This is an optimization exercise on Yosys and OpenROAD, whose aim is small area, a short achievable clock period and few clock cycles, not a production implementation.
In this exercise RTL edits were held to simulation tests only and were not proved equivalent to the original.

==> inputs of job 7316 <==
// scn_digest
module scn_digest (
    input  wire         clk,
    input  wire         rst,
    input  wire         in_valid,
    output wire         in_ready,
    input  wire [255:0] in_data,
    input  wire         in_last,
    output reg          out_valid,
    output wire [383:0] out_digest
);
    localparam [63:0] IV0 = 64'hcbbb9d5dc1059ed8;
    localparam [63:0] IV1 = 64'h629a292a367cd507;
    localparam [63:0] IV2 = 64'h9159015a3070dd17;
    localparam [63:0] IV3 = 64'h152fecd8f70e5939;
    localparam [63:0] IV4 = 64'h67332667ffc00b31;
    localparam [63:0] IV5 = 64'h8eb44a8768581511;
    localparam [63:0] IV6 = 64'hdb0c2e0d64f98fa7;
    localparam [63:0] IV7 = 64'h47b5481dbefa4fa4;
    function [63:0] rotr(input [63:0] x, input integer n);
        rotr = (x >> n) | (x << (64 - n));
    endfunction
    function [63:0] be_word(input [255:0] dsc, input integer k);
        integer m;
        begin
            for (m = 0; m < 8; m = m + 1)
                be_word[63 - 8 * m -: 8] = dsc[64 * k + 8 * m +: 8];
        end
    endfunction
    reg  [6:0]  r;             
    reg         idle;          
    reg         fin;           
    reg         first;         
    reg         nxt;           
    reg         ended;         
    reg         padded;        
    reg  [23:0] cnt;           
    reg         r77, r78, r79;     
  ...
Settings: LEC_CHECK=0, ABC_AREA=1, CAP_MARGIN=20, CORE_MARGIN=2, CORE_UTILIZATION=40, SETUP_SLACK_MARGIN=5, SLEW_MARGIN=20, SYNTH_MEMORY_MAX_BITS=16384; clock period 11.0 ns.
run.sh (not shown) runs the stock make flow with config.mk's settings and CLKGATE_MAP_FILE= SYNTH_SCRIPT=/design/flow/synth_recipe.tcl, a recipe that flattens the netlist after the stock synthesis.
==> inputs of job 4361, as changes to job 7316 <==
--- a/flow/design.v
+++ b/flow/design.v
@@ -37,29 +37,27 @@
     reg         r77, r78, r79;     
     reg         slot;              
     reg         k3;                
     reg         rdy;               
     reg         must;              
-    reg         cv_h;              
-    reg         tail;              
-    reg         hm_h, hm_iv;       
-    reg         iv77, iv78, iv79;  
-    reg         in_h, in_iv;       
+    reg         cv_h, cv_iv;       
+    reg         nx_h, nx_iv;       
     reg  [1023:0] w;           
     reg  [63:0] a, b, c, d, e, f, g, h;
     reg  [63:0] hkw;           
     reg  [63:0] H0, H1, H2, H3, H4, H5, H6, H7;
     assign in_ready = rdy;
     wire take = rdy & in_valid;
     wire adv  = ~must | in_valid;
     wire pad_slot = ended & ~(r78 & fin);
+    wire tail = r77 | r78 | r79;
     wire [63:0] S0  = rotr(a, 28) ^ rotr(a, 34) ^ rotr(a, 39);
     wire [63:0] S1  = rotr(e, 14) ^ rotr(e, 18) ^ rotr(e, 41);
     wire [63:0] ch  = (e & f) ^ (~e & g);
     wire [63:0] maj = (a & b) ^ (a & c) ^ (b & c);
-    wire [63:0] h0m = ({64{hm_h}} & H0) | ({64{hm_iv}} & IV0);
-    wire [63:0] h4m = ({64{hm_h}} & H4) | ({64{hm_iv}} & IV4);
+    wire [63:0] h0m = ({64{r79 & cv_h}} & H0) | ({64{r79 & cv_iv}} & IV0);
+    wire [63:0] h4m = ({64{r79 & cv_h}} & H4) | ({64{r79 & cv_iv}} & IV4);
     wire [63:0] t_s = hkw ^ S1 ^ ch;
     wire [63:0] t_c = ((hkw & S1) | (hkw & ch) | (S1 & ch)) << 1;
     wire [63:0] e_s1 = t_s ^ t_c ^ d;
     wire [63:0] e_c1 = ((t_s & t_c) | (t_s & d) | (t_c & d)) << 1;
     wire [63:0] e_s2 = e_s1 ^ e_c1 ^ h4m;
@@ -71,14 +69,14 @@
     wire [63:0] a_c1 = ((t_s & t_c) | (t_s & u_s) | (t_c & u_s)) << 1;
     wire [63:0] a_s2 = a_s1 ^ a_c1 ^ u_c;
     wire [63:0] a_c2 = ((a_s1 & a_c1) | (a_s1 & u_c) | (a_c1 & u_c)) << 1;
     wire [63:0] a_new = a_s2 + a_c2;
     wire [63:0] ha_op = ({64{cv_h}} & H3)
-                      | ({64{iv77}} & IV3) | ({64{iv78}} & IV2) | ({64{iv79}} & IV1);
+                      | ({64{r77 & cv_iv}} & IV3) | ({64{r78 & cv_iv}} & IV2) | ({64{r79 & cv_iv}} & IV1);
     wire [63:0] ha_sum = ha_op + a;
     wire [63:0] he_op = ({64{cv_h}} & H7)
-                      | ({64{iv77}} & IV7) | ({64{iv78}} & IV6) | ({64{iv79}} & IV5);
+                      | ({64{r77 & cv_iv}} & IV7) | ({64{r78 & cv_iv}} & IV6) | ({64{r79 & cv_iv}} & IV5);
     wire [63:0] w14 = {64{~tail}} & w[959:896];
     wire [63:0] w1  = {64{~tail}} & w[127:64];
     wire [63:0] ws1 = rotr(w14, 19) ^ rotr(w14, 61) ^ (w14 >> 6);
     wire [63:0] ws0 = rotr(w1, 1) ^ rotr(w1, 8) ^ (w1 >> 7);
     wire [63:0] q0 = ws1;
@@ -167,41 +165,45 @@
                 63: k_mask = 80'h0007fe003fe01f81f0e6;
                 default: k_mask = 80'h0;
             endcase
         end
     endfunction
-    wire [63:0] hn  = ({64{~r79}} & g) | ({64{in_h}} & H6) | ({64{in_iv}} & IV7);
+    wire [63:0] hn  = ({64{~r79}} & g) | ({64{r79 & nx_h}} & H6) | ({64{r79 & nx_iv}} & IV7);
     wire [63:0] wnx = w[831:768];
     wire [63:0] k_s = hn ^ k_nx ^ wnx;
     wire [63:0] k_c = ((hn & k_nx) | (hn & wnx) | (k_nx & wnx)) << 1;
     wire [63:0] hkw_new = k_s + k_c;
     wire [63:0] ld0 = pad_slot ? (padded ? 64'd0 : 64'h8000000000000000) : be_word(in_data, 0);
     wire [63:0] ld1 = pad_slot ? 64'd0 : be_word(in_data, 1);
     wire [63:0] ld2 = pad_slot ? 64'd0 : be_word(in_data, 2);
     wire [63:0] ld3 = pad_slot ? (k3 ? {32'd0, cnt, 8'd0} : 64'd0) : be_word(in_data, 3);
     always @(posedge clk) begin
-        w[63:0] <= w[127:64];
-        if (slot) begin
-            w[895:832]  <= ld1;
-            w[959:896]  <= ld2;
-            w[1023:960] <= ld3;
-        end else begin
-            w[959:832]  <= w[1023:896];
-            w[1023:960] <= wn;
-        end
         if (adv) begin
-            w[767:64] <= w[831:128];
-            w[831:768] <= slot ? ld0 : w[895:832];
+            if (slot) begin
+                w[767:0]    <= w[831:64];
+                w[831:768]  <= ld0;
+                w[895:832]  <= ld1;
+                w[959:896]  <= ld2;
+                w[1023:960] <= ld3;
+            end else begin
+                w[959:0]    <= w[1023:64];
+                w[1023:960] <= wn;
+            end
             hkw  <= hkw_new;
-            a <= in_iv ? IV0 : a_new;
-            e <= in_iv ? IV4 : e_new;
-            b <= in_iv ? IV1 : in_h ? ha_sum : a;
-            c <= in_iv ? IV2 : in_h ? H1 : b;
-            d <= in_iv ? IV3 : in_h ? H2 : c;
-            f <= in_iv ? IV5 : in_h ? wn : e;
-            g <= in_iv ? IV6 : in_h ? H5 : f;
-            h <= in_iv ? IV7 : in_h ? H6 : g;
+            a <= (r79 & nx_iv) ? IV0 : a_new;
+            e <= (r79 & nx_iv) ? IV4 : e_new;
+            if (r79) begin
+                b <= nx_iv ? IV1 : ha_sum;
+                c <= nx_iv ? IV2 : H1;
+                d <= nx_iv ? IV3 : H2;
+                f <= nx_iv ? IV5 : wn;
+                g <= nx_iv ? IV6 : H5;
+                h <= nx_iv ? IV7 : H6;
+            end else begin
+                b <= a; c <= b; d <= c;
+                f <= e; g <= f; h <= g;
+            end
             if (tail) begin
                 H3 <= H2; H2 <= H1; H1 <= ha_sum;
                 H7 <= H6; H6 <= H5; H5 <= wn;
             end
         end
@@ -270,18 +272,13 @@
         r77 <= r77_n; r78 <= r78_n; r79 <= r79_n; slot <= slot_n; k3 <= k3_n;
         out_valid <= ov_n;
         rdy   <= slot_n & ~pad_n;
         must  <= slot_n & ~pad_n & ~(r78_n & fin_n & ~idle_n);
         cv_h  <= ~first_n;
-        tail  <= r77_n | r78_n | r79_n;
-        hm_h  <= r79_n & ~first_n;
-        hm_iv <= r79_n & first_n;
-        iv77  <= r77_n & first_n;
-        iv78  <= r78_n & first_n;
-        iv79  <= r79_n & first_n;
-        in_h  <= r79_n & ~fin_n;
-        in_iv <= r79_n & fin_n;
+        cv_iv <= first_n;
+        nx_h  <= ~fin_n;
+        nx_iv <= fin_n;
     end
     genvar gi;
     generate
         for (gi = 0; gi < 8; gi = gi + 1) begin : g_dig
             assign out_digest[      8 * gi +: 8] = H0[63 - 8 * gi -: 8];
==> comparison <==
- Between job 4361 and job 7316, the lower die area is in job 7316 (gap about 1%, measured against job 7316).
- Non-clock buffer count: job 7316 is lower than job 4361 (35).
- Against job 4361, the synthesized cell count of job 7316 is larger by 1.6%.
- Against job 7316, the worst setup slack of job 4361 is worse by 86 ps.
Testbench counts of job 7316, summed over its fixed seeds: cycles 50,184.
Testbench counts of job 4361, summed over its fixed seeds: cycles 50,184.

## port drivers added, routing unchanged
No port has a modelled driver above. Below, the same layouts with a new extraction and two added sets of constraints.
Step 1, drivers: a clkbuf_16 drives clk and a buf_2 each remaining input, both assumed.
Step 2 moves the port delays by t, midway between the first and last clock arrival at a register: inputs arrive t later, outputs are due t later. That takes back most of the time a late clock gives input paths.
Slacks: ideal ports / drivers / drivers and shift; pairs: ideal ports / drivers.
run	t, ns	setup WS [ns]	hold WS [ns]
job 7316	1.062	4.888 / 4.888 / 4.888	0.366 / 0.366 / 0.366
job 4361	1.067	4.802 / 4.802 / 4.802	0.379 / 0.379 / 0.379
After both steps every run listed still meets setup and hold.
